This is an optimization exercise on Yosys and OpenROAD, whose aim is small area, not a production implementation. Only simulation tests tie the RTL to the original design; equivalence was not proved.

## JK
Design dpll_loop_filter, start of the top module:
module dpll_loop_filter (
    input  wire               clk,
    input  wire               rst,
    input  wire               start,
    input  wire               preset,
    input  wire signed [31:0] e_loop,
    input  wire               frozen,
    input  wire        [4:0]  bw_code,
    input  wire        [2:0]  damp,
    input  wire               type3,
    input  wire        [9:0]  lim_ppm,
    input  wire signed [47:0] preset_fcw,
    output reg                done,
    output wire signed [47:0] fcw,
    output reg                clamp
);
    reg  [81:0] i1;           
    reg  [95:0] i2;
    reg  [39:0] fcw_r;        
    reg         prev_valid;
    reg  [8:0]  prev_cfg;
    reg         p1, p2, p3, p4;
    assign fcw = {{8{fcw_r[39]}}, fcw_r};
    wire p0  = start;
    wire act = ~frozen;
    wire [4:0] code_n = (bw_code > 5'd20) ? 5'd20 : bw_code;
    wire [2:0] damp_a = (damp > 3'd5) ? 3'd4 : damp;
    wire [2:0] damp_n = (type3 && damp_a < 3'd3) ? 3'd3 : damp_a;
    wire [8:0] cfg    = {type3, damp_n, code_n};
    wire       chg    = prev_valid && (cfg != prev_cfg);
    wire [1:0] gsel = p0 ? 2'd0 : p1 ? 2'd1 : 2'd2;
    wire [8:0] tcfg = p2 ? prev_cfg : cfg;
    reg [2:0] tg;
    reg [1:0] tp;
    always @(*) begin
        case (tcfg[4:0])
            5'd0: begin tg = 3'd0; tp = 2'd0; end
            5'd1: begin tg = 3'd0; tp = 2'd1; end
            5'd2: begin tg = 3'd1; tp = 2'd0; end
            5'd3: begin tg = 3'd1; tp = 2'd1; end
            5'd4: begin tg = 3'd1; tp = 2'd2; end
            5'd5: begin tg = 3'd2; tp = 2'd0; end
            5'd6: begin tg = 3'd2; tp = 2'd1; end
            5'd7: begin tg = 3'd2; tp = 2'd2; end
            5'd8: begin tg = 3'd3; tp = 2'd0; end
            5'd9: begin tg = 3'd3; tp = 2'd1; end
            5'd10: begin tg = 3'd3; tp = 2'd2; end
            5'd11: begin tg = 3'd4; tp = 2'd0; end
            5'd12: begin tg = 3'd4; tp = 2'd1; end
            5'd13: begin tg = 3'd4; tp = 2'd2; end
            5'd14: begin tg = 3'd5; tp = 2'd0; end
  ...
Size: roughly 230 flip-flops, about 40000 um2 of cells after synthesis.
==> flow/config.mk <==
export PLATFORM = sky130hd
export DESIGN_NAME = dpll_loop_filter
export DESIGN_NICKNAME = dpll_loop_filter
export VERILOG_FILES = /design/flow/design.v
export SDC_FILE = /design/flow/constraint.sdc
export NUM_CORES = 4
export LEC_CHECK = 0
export ABC_AREA = 1
export CAP_MARGIN = 20
export CORE_MARGIN = 2
export CORE_UTILIZATION = 40
export CTS_BUF_LIST = sky130_fd_sc_hd__clkbuf_8
export CTS_CLUSTER_DIAMETER = 80
export CTS_CLUSTER_SIZE = 12
export GPL_TIMING_DRIVEN = 0
export SLEW_MARGIN = 20
export SYNTH_HIERARCHICAL = 1
export SYNTH_MEMORY_MAX_BITS = 131072
export SYNTH_MINIMUM_KEEP_SIZE = 0
==> flow/constraint.sdc <==
create_clock -name core_clock -period 40.0 [get_ports {clk}]
set_input_delay 8.0000 -clock core_clock [delete_from_list [all_inputs] [get_ports {clk}]]
set_output_delay 8.0000 -clock core_clock [all_outputs]
set_load 0.01 [all_outputs]
standard.sh (not shown) runs the stock make flow with config.mk's settings and CLKGATE_MAP_FILE= SYNTH_SCRIPT=/design/flow/synth_recipe.tcl, a recipe that flattens the netlist after the stock synthesis.
==> flow/flow/run.sh <==
#!/bin/bash
# Own flow: the standard layout (standard.sh), with every input and output
# port buffered by sky130_fd_sc_hd__buf_1 instead of the delay buffer
# clkdlybuf4s50_1 that buffer_ports picks by default.  The tool output goes to
# log_standard.txt in this folder.
set -euo pipefail
export BUFFER_PORTS_ARGS="-buffer_cell sky130_fd_sc_hd__buf_1"
bash standard.sh > log_standard.txt 2>&1
Input changes introduced in MS (baseline for comparison: JK):
# JK
export LEC_CHECK = 0
export ABC_AREA = 1
export CAP_MARGIN = 20
export CORE_MARGIN = 2
export CORE_UTILIZATION = 40
export CTS_BUF_LIST = sky130_fd_sc_hd__clkbuf_8
export CTS_CLUSTER_DIAMETER = 80
export CTS_CLUSTER_SIZE = 12
export GPL_TIMING_DRIVEN = 0
export SLEW_MARGIN = 20
export SYNTH_HIERARCHICAL = 1
export SYNTH_MEMORY_MAX_BITS = 131072
export SYNTH_MINIMUM_KEEP_SIZE = 0
create_clock -name core_clock -period 40.0 [get_ports {clk}]
# MS
export LEC_CHECK = 0
export ABC_AREA = 1
export CAP_MARGIN = 20
export CORE_MARGIN = 2
export CORE_UTILIZATION = 40
export CTS_BUF_LIST = sky130_fd_sc_hd__clkbuf_8
export SLEW_MARGIN = 20
export SYNTH_HIERARCHICAL = 1
export SYNTH_MEMORY_MAX_BITS = 131072
export SYNTH_MINIMUM_KEEP_SIZE = 0
create_clock -name core_clock -period 40.0 [get_ports {clk}]
Notes after the runs:
- Across both runs, peak fanout along the critical path was higher for MS than for JK.
- MS against JK: required time at the endpoint of the critical path fell 100 ps; count of clock-buffer cells in the layout rose 29.
diff inputs: MS => AL
# MS
export LEC_CHECK = 0
export ABC_AREA = 1
export CAP_MARGIN = 20
export CORE_MARGIN = 2
export CORE_UTILIZATION = 40
export CTS_BUF_LIST = sky130_fd_sc_hd__clkbuf_8
export SLEW_MARGIN = 20
export SYNTH_HIERARCHICAL = 1
export SYNTH_MEMORY_MAX_BITS = 131072
export SYNTH_MINIMUM_KEEP_SIZE = 0
create_clock -name core_clock -period 40.0 [get_ports {clk}]
# AL
export LEC_CHECK = 0
export ABC_AREA = 1
export CAP_MARGIN = 20
export CORE_MARGIN = 2
export CORE_UTILIZATION = 40
export CTS_BUF_LIST = sky130_fd_sc_hd__clkbuf_8
export CTS_CLUSTER_DIAMETER = 80
export CTS_CLUSTER_SIZE = 12
export SLEW_MARGIN = 20
export SYNTH_HIERARCHICAL = 1
export SYNTH_MEMORY_MAX_BITS = 131072
export SYNTH_MINIMUM_KEEP_SIZE = 0
create_clock -name core_clock -period 40.0 [get_ports {clk}]
No run among AL and MS stopped early or left any final violation; all are clean.
Share of the final layout cell area in sequential cells, AL and MS: smaller value in MS
In AL, worst hold slack is higher than in MS.
When the final numbers for AL and MS were put side by side, the layout overhead on the synthesized area turned out to be greater in MS.

static timing again, ports no longer ideal:
Ports are ideal in the flow. The routed layouts listed here were re-timed in OpenROAD. Step 1 (the two cells are an assumption about what drives the block):
set clk [get_ports {clk}]
set_driving_cell -lib_cell sky130_fd_sc_hd__clkbuf_16 $clk
set_driving_cell -lib_cell sky130_fd_sc_hd__buf_2 [delete_from_list [all_inputs] $clk]
Step 2 also shifts input and output timing later by t, the mid clock arrival at the registers, as if the neighbouring blocks saw the same clock. a / b / c = ideal / step 1 / step 2; a / b = the first two.
run | t, ns | setup slack, ns | cell pins on the clock port's net
JK | 0.730 | 2.846 / 2.889 / 2.159 | 1
MS | 0.688 | 5.162 / 5.201 / 4.513 | 1
AL | 0.681 | 5.047 / 5.085 / 4.404 | 1
After both steps every run listed still meets setup and hold. For JK, which loses most, drivers alone change the setup slack by +0.043 ns; drivers and shift together by -0.687 ns.
